Source: an optimization exercise on an open RTL-to-GDS flow (aim: small area, a short achievable clock period and few clock cycles). Production flows keep margins and buffers that such runs may drop. RTL that was checked went through simulation tests only; none was proved equivalent to the original. Power figures rest on the tool's default switching activity, not on a simulated workload.

## maple
Design fp8dot, start of the top module:
module fp8dot (
    input  wire        clk,
    input  wire        rst,           
    input  wire        in_valid,
    output wire        in_ready,
    input  wire        in_first,      
    input  wire        in_last,       
    input  wire [3:0]  in_mask,       
    input  wire        in_fmt_a,      
    input  wire        in_fmt_b,
    input  wire [31:0] in_a,          
    input  wire [31:0] in_b,
    input  wire [2:0]  in_out_fmt,    
    input  wire [10:0] in_scale,      
    output reg         out_valid,
    output reg  [31:0] out_data,      
    output reg         out_sat,       
    output wire [95:0] out_value,     
    output wire [2:0]  out_flags      
);
    reg  s1_first, s1_last;      
    reg  s2_first, s2_last;      
    reg  acc_done;               
    reg  xfer_d1, xfer_d2;       
    reg  rdy;                    
    wire xfer = acc_done & ~xfer_d1 & ~xfer_d2;
    assign in_ready = rdy;
    wire beat = in_valid & rdy & ~rst;
    wire s1_last_n  = beat & in_last;
    wire acc_done_1 = ~rst & (s2_last | (acc_done & ~xfer));
    wire xd1_1      = ~rst & xfer;
    wire xd2_1      = ~rst & xfer_d1;
    wire xfer_1     = acc_done_1 & ~xd1_1 & ~xd2_1;
    wire acc_done_2 = s1_last | (acc_done_1 & ~xfer_1);
    wire xfer_2     = acc_done_2 & ~xfer_1 & ~xd1_1;
    wire acc_done_3 = s1_last_n | (acc_done_2 & ~xfer_2);
    wire blocked_3  = acc_done_3 & (xfer_2 | xfer_1);
    always @(posedge clk) begin
        acc_done <= acc_done_1;
        xfer_d1  <= xd1_1;
        xfer_d2  <= xd2_1;
        rdy      <= rst | ~blocked_3;
    end
    wire [3:0] l_nan, l_inf, l_sgn;
    wire [3:0] l_siga [0:3];
    wire [3:0] l_sigb [0:3];
    wire [5:0] l_exp  [0:3];
    genvar i;
    generate
        for (i = 0; i < 4; i = i + 1) begin : g_lane
            wire       sa, sb, za, zb, ia, ib, na, nb;
            wire [4:0] ea, eb;
            fp8dot_decode u_da (.fmt(in_fmt_a), .x(in_a[8*i +: 8]), .sign(sa), .sig(l_siga[i]),
                                .exp(ea), .zero(za), .inf(ia), .nan(na));
            fp8dot_decode u_db (.fmt(in_fmt_b), .x(in_b[8*i +: 8]), .sign(sb), .sig(l_sigb[i]),
                                .exp(eb), .zero(zb), .inf(ib), .nan(nb));
  ...
Size in the first run: roughly 4600 cells after synthesis, about 470 flip-flops, ~220 I/O pins, ~40000 um^2 of cells after synthesis.
==> module fp8dot_add, before the edit <==
module fp8dot_add #(parameter integer N = 89) (
    input  wire [N-1:0] a,
    input  wire [N-1:0] b,
    input  wire         cin,
    output wire [N-1:0] s
);
    localparam integer M  = N + 1;           
    localparam integer LV = (M > 64) ? 7 : (M > 32) ? 6 : (M > 16) ? 5 : (M > 8) ? 4 : (M > 4) ? 3 : 2;
    wire [M*(LV+1)-1:0] g, p;
    assign g[M-1:0] = {a & b, cin};
    assign p[M-1:0] = {a ^ b, 1'b0};
    genvar l, n;
    generate
        for (l = 0; l < LV; l = l + 1) begin : lv
            for (n = 0; n < M; n = n + 1) begin : bt
                if (((n >> l) & 1) == 1) begin : cmb
                    localparam integer J = ((n >> l) << l) - 1;
                    assign g[(l+1)*M + n] = g[l*M + n] | (p[l*M + n] & g[l*M + J]);
                    assign p[(l+1)*M + n] = p[l*M + n] & p[l*M + J];
                end else begin : pas
                    assign g[(l+1)*M + n] = g[l*M + n];
                    assign p[(l+1)*M + n] = p[l*M + n];
                end
            end
        end
    endgenerate
    assign s = p[M-1:1] ^ g[LV*M + M-2 : LV*M];
endmodule
Settings: LEC_CHECK=0, CAP_MARGIN=35, CORE_MARGIN=2, CORE_UTILIZATION=40, SLEW_MARGIN=35, SETUP_SLACK_MARGIN=16; clock period 22.0 ns.
standard.sh (not shown) runs the stock make flow with config.mk's settings and CLKGATE_MAP_FILE= SYNTH_SCRIPT=/design/flow/synth_recipe.tcl, a recipe that flattens the netlist after the stock synthesis.
==> flow/flow/run.sh <==
#!/bin/bash
# The standard layout, with ORFS's timing repair aimed below the clock
# period (extra setup margin); the clock and constraints are unchanged.
set -e
echo "export SETUP_SLACK_MARGIN = 16" >> config.mk
bash standard.sh > standard.log 2>&1
maple went all the way through synthesis, placement and routing and the layout is clean on timing, DRC and antenna.
Testbench counts of maple, summed over its fixed seeds: cycles 61,386.
Here is what was changed in the inputs of birch compared with maple.
--- a/flow/design.v
+++ b/flow/design.v
@@ -339,13 +339,13 @@
     input  wire [N-1:0] a,
     input  wire [N-1:0] b,
     input  wire         cin,
     output wire [N-1:0] s
 );
     localparam integer M  = N + 1;           
-    localparam integer LV = (M > 64) ? 7 : (M > 32) ? 6 : (M > 16) ? 5 : (M > 8) ? 4 : (M > 4) ? 3 : 2;
+    localparam integer LV = $clog2(M);
     wire [M*(LV+1)-1:0] g, p;
     assign g[M-1:0] = {a & b, cin};
     assign p[M-1:0] = {a ^ b, 1'b0};
     genvar l, n;
     generate
         for (l = 0; l < LV; l = l + 1) begin : lv
==> results.txt <==
Re transition time at the pin with the least slew margin: no difference whatsoever between maple and birch. As far as flip-flop and latch count is concerned, birch and maple perform about the same. Re post-route worst setup slack: no difference whatsoever between birch and maple. As far as total wire length after detailed routing is concerned, birch and maple perform about the same. Reported for maple and birch, DRC violation count after routing turned out identical to the last digit. Status: core utilization parity (birch, maple). On clock latency reported for the late side of the worst-skew pair, maple tracks birch almost exactly. Comparing birch with maple, the logic gate share of total power came out essentially unchanged.
For birch, only the layout was checked, not whether the RTL still works.

afterwards: timing with drivers on the ports:
The flow's constraints put no driver on any port. The routed layouts listed below were extracted and timed again, unchanged, in two steps.
Step 1, drivers: a clkbuf_16 drives clk and a buf_2 each remaining input, both assumed.
Step 2, shift: input delay + t, output delay - t, t = (earliest + latest rising clock arrival at the registers) / 2. This alone moves slack from input paths to output paths.
Three values: ideal, step 1, step 2; two values: the first two.
run | t (ns) | setup slack, ns | hold WS [ns] | worst data-port slew with drivers (ns) | pins driven straight from the clock port
maple | 0.738 | 16.027 / 15.949 / 15.386 | 0.306 / 0.306 / 0.306 | 0.05 | 1
birch | 0.738 | 16.027 / 15.949 / 15.386 | 0.306 / 0.306 / 0.306 | 0.05 | 1
After both steps every run listed still meets setup and hold.
